Context: an optimization exercise on an open-source flow, tuned for small area and a short achievable clock period. The choices shown serve that exercise and are no tape-out recipe.

==> inputs of 10-12 <==
Design case_ecc_codec, start of the top module:
module case_ecc_codec (
    input  wire         clk,
    input  wire         rst,
    input  wire         enc_valid,
    input  wire [127:0] enc_data,
    output wire         enc_out_valid,
    output wire [31:0]  enc_out_check,
    input  wire         dec_valid,
    input  wire [159:0] dec_word,
    input  wire [19:0]  dec_erase,
    output wire         dec_out_valid,
    output wire [127:0] dec_out_data,
    output wire         dec_out_corrected,
    output wire         dec_out_uncorrectable,
    output wire [4:0]   dec_out_last_dev
);
==> flow/config.mk <==
export PLATFORM = sky130hd
export DESIGN_NAME = case_ecc_codec
export DESIGN_NICKNAME = case_ecc_codec
export VERILOG_FILES = /design/flow/design.v
export SDC_FILE = /design/flow/constraint.sdc
export NUM_CORES = 4
export LEC_CHECK = 0
export CAP_MARGIN = 20
export CORE_MARGIN = 2
export CORE_UTILIZATION = 35
export SLEW_MARGIN = 20
==> flow/constraint.sdc <==
create_clock -name core_clock -period 16.0 [get_ports {clk}]
set_input_delay 3.2000 -clock core_clock [delete_from_list [all_inputs] [get_ports {clk}]]
set_output_delay 3.2000 -clock core_clock [all_outputs]
set_load 0.01 [all_outputs]
standard.sh (not shown) runs the stock make flow with config.mk's settings and CLKGATE_MAP_FILE= SYNTH_SCRIPT=/design/flow/synth_recipe.tcl, a recipe that flattens the netlist after the stock synthesis.
==> flow/flow/run.sh <==
#!/bin/bash
# Standard ORFS layout (standard.sh) with two changes:
#  - the port buffers are buf_2 cells instead of the delay buffers that
#    buffer_ports picks by default (every port still gets its buffer);
#  - timing repair aims below the clock period (repair_timing's setup
#    margin), so it keeps improving the worst paths past the constraint.
bash standard.sh SETUP_SLACK_MARGIN=11.3 TNS_END_PERCENT=100 \
    "BUFFER_PORTS_ARGS=-buffer_cell sky130_fd_sc_hd__buf_2" finish > standard.log 2>&1
==> inputs of 03-01, as changes to 10-12 <==
--- a/flow/design.v
+++ b/flow/design.v
@@ -306,10 +306,77 @@
   begin
     gf_sq = {a[6], a[3] ^ a[5] ^ a[6], a[5], a[2] ^ a[4] ^ a[5] ^ a[7],
              a[4] ^ a[6], a[1] ^ a[4] ^ a[5] ^ a[6], a[7], a[0] ^ a[4] ^ a[6] ^ a[7]};
   end
 endfunction
+function automatic [3:0] m16(input [3:0] a, input [3:0] b);
+  reg [6:0] p;
+  integer i;
+  begin
+    p = 7'd0;
+    for (i = 0; i < 4; i = i + 1)
+      if (b[i]) p = p ^ ({3'd0, a} << i);
+    m16 = p[3:0] ^ {p[6:4], 1'b0} ^ {1'b0, p[6:4]};
+  end
+endfunction
+function automatic [3:0] inv16(input [3:0] a);
+  begin
+    case (a)
+      4'd0: inv16 = 4'd0;
+      4'd1: inv16 = 4'd1;
+      4'd2: inv16 = 4'd9;
+      4'd3: inv16 = 4'd14;
+      4'd4: inv16 = 4'd13;
+      4'd5: inv16 = 4'd11;
+      4'd6: inv16 = 4'd7;
+      4'd7: inv16 = 4'd6;
+      4'd8: inv16 = 4'd15;
+      4'd9: inv16 = 4'd2;
+      4'd10: inv16 = 4'd12;
+      4'd11: inv16 = 4'd5;
+      4'd12: inv16 = 4'd10;
+      4'd13: inv16 = 4'd4;
+      4'd14: inv16 = 4'd3;
+      4'd15: inv16 = 4'd8;
+      default: inv16 = 4'd0;
+    endcase
+  end
+endfunction
+function automatic [7:0] t_mul(input [7:0] a, input [7:0] b);
+  reg [3:0] hh, ll, mm;
+  begin
+    hh = m16(a[7:4], b[7:4]);
+    ll = m16(a[3:0], b[3:0]);
+    mm = m16(a[7:4] ^ a[3:0], b[7:4] ^ b[3:0]);
+    t_mul = {mm ^ ll, ll ^ m16(4'd8, hh)};
+  end
+endfunction
+function automatic [7:0] t_scale(input [3:0] s, input [7:0] a);
+  begin
+    t_scale = {m16(s, a[7:4]), m16(s, a[3:0])};
+  end
+endfunction
+function automatic [3:0] t_norm(input [7:0] a);
+  begin
+    t_norm = m16(4'd8, m16(a[7:4], a[7:4])) ^ m16(a[3:0], a[7:4]) ^ m16(a[3:0], a[3:0]);
+  end
+endfunction
+function automatic [7:0] t_conj(input [7:0] a);
+  begin
+    t_conj = {a[7:4], a[7:4] ^ a[3:0]};
+  end
+endfunction
+function automatic [7:0] to_tower(input [7:0] a);
+  begin
+    to_tower = {a[5], a[2] ^ a[5] ^ a[6], a[1] ^ a[3] ^ a[4], a[4] ^ a[7], a[3] ^ a[4] ^ a[5] ^ a[6], a[2] ^ a[4] ^ a[6], a[2] ^ a[3] ^ a[6] ^ a[7], a[0] ^ a[1] ^ a[2] ^ a[3] ^ a[4] ^ a[6] ^ a[7]};
+  end
+endfunction
+function automatic [7:0] to_poly(input [7:0] a);
+  begin
+    to_poly = {a[2] ^ a[4] ^ a[6] ^ a[7], a[1] ^ a[3] ^ a[4] ^ a[6], a[7], a[2] ^ a[6] ^ a[7], a[1] ^ a[2] ^ a[4], a[1] ^ a[3] ^ a[4] ^ a[7], a[1] ^ a[4] ^ a[5] ^ a[6] ^ a[7], a[0] ^ a[2] ^ a[4] ^ a[5]};
+  end
+endfunction
 module rs_enc (
     input  wire         clk,
     input  wire         rst,
     input  wire         in_valid,
     input  wire [127:0] in_data,
@@ -1502,10 +1569,77 @@
   begin
     gf_sq = {a[6], a[3] ^ a[5] ^ a[6], a[5], a[2] ^ a[4] ^ a[5] ^ a[7],
              a[4] ^ a[6], a[1] ^ a[4] ^ a[5] ^ a[6], a[7], a[0] ^ a[4] ^ a[6] ^ a[7]};
   end
 endfunction
+function automatic [3:0] m16(input [3:0] a, input [3:0] b);
+  reg [6:0] p;
+  integer i;
+  begin
+    p = 7'd0;
+    for (i = 0; i < 4; i = i + 1)
+      if (b[i]) p = p ^ ({3'd0, a} << i);
+    m16 = p[3:0] ^ {p[6:4], 1'b0} ^ {1'b0, p[6:4]};
+  end
+endfunction
+function automatic [3:0] inv16(input [3:0] a);
+  begin
+    case (a)
+      4'd0: inv16 = 4'd0;
+      4'd1: inv16 = 4'd1;
+      4'd2: inv16 = 4'd9;
+      4'd3: inv16 = 4'd14;
+      4'd4: inv16 = 4'd13;
+      4'd5: inv16 = 4'd11;
+      4'd6: inv16 = 4'd7;
+      4'd7: inv16 = 4'd6;
+      4'd8: inv16 = 4'd15;
+      4'd9: inv16 = 4'd2;
+      4'd10: inv16 = 4'd12;
+      4'd11: inv16 = 4'd5;
+      4'd12: inv16 = 4'd10;
+      4'd13: inv16 = 4'd4;
+      4'd14: inv16 = 4'd3;
+      4'd15: inv16 = 4'd8;
+      default: inv16 = 4'd0;
+    endcase
+  end
+endfunction
+function automatic [7:0] t_mul(input [7:0] a, input [7:0] b);
+  reg [3:0] hh, ll, mm;
+  begin
+    hh = m16(a[7:4], b[7:4]);
+    ll = m16(a[3:0], b[3:0]);
+    mm = m16(a[7:4] ^ a[3:0], b[7:4] ^ b[3:0]);
+    t_mul = {mm ^ ll, ll ^ m16(4'd8, hh)};
+  end
+endfunction
+function automatic [7:0] t_scale(input [3:0] s, input [7:0] a);
+  begin
+    t_scale = {m16(s, a[7:4]), m16(s, a[3:0])};
+  end
+endfunction
+function automatic [3:0] t_norm(input [7:0] a);
+  begin
+    t_norm = m16(4'd8, m16(a[7:4], a[7:4])) ^ m16(a[3:0], a[7:4]) ^ m16(a[3:0], a[3:0]);
+  end
+endfunction
+function automatic [7:0] t_conj(input [7:0] a);
+  begin
+    t_conj = {a[7:4], a[7:4] ^ a[3:0]};
+  end
+endfunction
+function automatic [7:0] to_tower(input [7:0] a);
+  begin
+    to_tower = {a[5], a[2] ^ a[5] ^ a[6], a[1] ^ a[3] ^ a[4], a[4] ^ a[7], a[3] ^ a[4] ^ a[5] ^ a[6], a[2] ^ a[4] ^ a[6], a[2] ^ a[3] ^ a[6] ^ a[7], a[0] ^ a[1] ^ a[2] ^ a[3] ^ a[4] ^ a[6] ^ a[7]};
+  end
+endfunction
+function automatic [7:0] to_poly(input [7:0] a);
+  begin
+    to_poly = {a[2] ^ a[4] ^ a[6] ^ a[7], a[1] ^ a[3] ^ a[4] ^ a[6], a[7], a[2] ^ a[6] ^ a[7], a[1] ^ a[2] ^ a[4], a[1] ^ a[3] ^ a[4] ^ a[7], a[1] ^ a[4] ^ a[5] ^ a[6] ^ a[7], a[0] ^ a[2] ^ a[4] ^ a[5]};
+  end
+endfunction
     integer j;
     function automatic [1:0] cnt3(input [19:0] e);
         reg [19:0] b1, b2;    
         integer k;
         begin
@@ -2392,11 +2526,12 @@
         m1_1  <= m1;
         m2_1  <= m2;
         m3_1  <= m3;
         m4_1  <= m4;
     end
-    reg [7:0]  t0, t1, t2, dd, pp, qq, ax, ix;
+    reg [7:0]  t0, t1, t2, dd, pp, qq, ax;
+    reg [3:0]  nx;
     reg [19:0] hita_c, hitb_c;
     reg        tzero_c, t0nz_c, chka_c, dnz_c;
     wire [159:0] ca, cb;
     always @(*) begin
         dd = gf_sq(s1_1) ^ m1_1;
@@ -2407,12 +2542,12 @@
         t2 = s3_1 ^ (e0_1 ? 8'h00 : m3_1);
         tzero_c = (t0 == 8'h00) && (t1 == 8'h00) && (t2 == 8'h00);
         t0nz_c  = (t0 != 8'h00);
         chka_c  = (gf_mul(t0, t2) == gf_sq(t1));
         dnz_c   = (dd != 8'h00);
-        ax = m4_1 ^ (e0_1 ? m3_1 : s2_1);
-        ix = gf_inv(ax);
+        ax = to_tower(m4_1 ^ (e0_1 ? m3_1 : s2_1));
+        nx = inv16(t_norm(ax));
     end
     wire cax0 = t0[6] ^ t0[7];
     wire cax1 = t0[4] ^ t0[5];
     wire cax2 = t0[2] ^ t0[3];
     wire cax3 = t0[0] ^ t0[1];
@@ -3172,18 +3307,18 @@
         ecnt2  <= ecnt1;
         useb2  <= e0_1 && dnz_c;
         hit2   <= (e0_1 && dnz_c) ? hitb_c : hita_c;
         s0_2   <= s0_1;
         wp2    <= e0_1 ? s1_1 : gf_sq(t0);
-        zz2    <= gf_mul(e0_1 ? dd : 8'h01, ix);    
+        zz2    <= to_poly(t_scale(nx, t_mul(to_tower(e0_1 ? dd : 8'h01), t_conj(ax))));    
         tzero2 <= tzero_c;
         t0nz2  <= t0nz_c;
         chka2  <= chka_c;
     end
     reg        f0, ok, corr, szero;
     reg [7:0]  s0z, va, vb, x2s0;
-    reg [19:0] bel, bele, ma, mb, fixed, abv;
+    reg [19:0] bel, bele, ma, mb, fixed;
     reg [4:0]  last;
     reg [127:0] data_c;
     wire [159:0] cs;    
     wire csx0 = s0z[6] ^ s0z[7];
     wire csx1 = s0z[4] ^ s0z[5];
@@ -3442,37 +3577,31 @@
             default: ok = 1'b0;
         endcase
         corr = ok && (f0 ? !szero : (ecnt2 == 2'd1) && !tzero2);
         case (ecnt2)
             2'd0: begin
-                ma    = useb2 ? (hit2 & ~bel) : 20'd0;
-                mb    = useb2 ? (hit2 & bel) : hit2;
-                fixed = hit2;
+                ma = useb2 ? (hit2 & ~bel) : 20'd0;
+                mb = useb2 ? (hit2 & bel) : hit2;
             end
             2'd1: begin
-                ma    = hit2 & ~e2;
-                mb    = e2;
-                fixed = hit2 & ~e2;
+                ma = hit2 & ~e2;
+                mb = e2;
             end
             default: begin
-                ma    = e2 & bele;
-                mb    = e2 & ~bele;
-                fixed = 20'd0;
+                ma = e2 & bele;
+                mb = e2 & ~bele;
             end
         endcase
         if (!ok) begin
             ma = 20'd0;
             mb = 20'd0;
         end
-        if (!corr) fixed = 20'd0;
-        abv = 20'd0;
-        for (j = 18; j >= 0; j = j - 1)
-            abv[j] = abv[j+1] | fixed[j+1];
-        fixed = fixed & ~abv;
+        fixed = useb2 ? (hit2 & bel) : (hit2 & ~e2);
         last = 5'd0;
         for (j = 0; j < 20; j = j + 1)
             if (fixed[j]) last = last | j;
+        if (!corr) last = 5'd0;
         for (j = 0; j < 16; j = j + 1)
             data_c[8*j +: 8] = data2[8*j +: 8] ^ (ma[j] ? va : 8'h00) ^ (mb[j] ? vb : 8'h00);
     end
     always @(posedge clk) begin
         if (rst) out_valid <= 1'b0;
==> flow_summary.json <==
{
  "outcome": "finished clean",
  "clock_skew_ns": 0.0766,
  "synth_area_leaders": "xnor2_1 (32%), dfxtp_1 (28%), xor2_1 (9.8%)",
  "cp_common_cell": "buf_12",
  "met1_length_microns": 113000,
  "grtUsageMet3_pct": 6.15,
  "synth-simple-area-share_pct": 11.6,
  "finalNonFillerCells": 10400,
  "start_util_pct": 35.1,
  "buffers": 975,
  "final_cell_mix": "xnor2_1 (2,187), dfxtp_1 (843), xor2_1 (658)",
  "endpoint": "u_dec.out_data[51]",
  "hpwlAfterDp_microns": 217000
}
[end of results for 10-12]
==> flow_summary.json <==
{
  "buffers": 1033,
  "outcome": "finished clean",
  "cp_common_cell": "xnor2_4",
  "routed_wl_microns": 290000,
  "start_util_pct": 35.1,
  "final_cell_mix": "xnor2_1 (2,221), dfxtp_1 (843), xor2_1 (663)",
  "n_fill_cell": 16600,
  "hpwlAfterDp_microns": 218000,
  "finalNonFillerCells": 10200,
  "cp_data_required_time_ns": 16.62,
  "hold_depth": 0,
  "endpoint": "u_dec.out_data[54]",
  "grt_use_met1_pct": 39.3,
  "met1_length_microns": 114000,
  "grtUsageMet3_pct": 5.53
}
[end of results for 03-01]
No functional check of the RTL was part of any run of this note.

==> separate check: timing with driven ports <==
The flow's constraints put no driver on any port. The routed layouts listed below were extracted and timed again, unchanged, in two steps. Step 1 sets driving cells, clkbuf_16 on the clock port and buf_2 on the other inputs (assumed; they add their load-dependent delay and slew). Step 2 also shifts input and output timing later by t, the mid clock arrival at the registers, as if the neighbouring blocks saw the same clock. Slacks: no drivers / after step 1 / after step 2; pairs: no drivers / after step 1.
| run | t (ns) | setup WS [ns] | worst setup path at the end | worst register clock-pin slew, ns |
|---|---|---|---|---|
| 10-12 | 0.805 | 10.984 / 10.984 / 10.984 | register to register | 0.07 / 0.07 |
| 03-01 | 0.814 | 11.054 / 11.054 / 11.054 | register to register | 0.09 / 0.09 |
After both steps setup and hold are still met in every run listed.
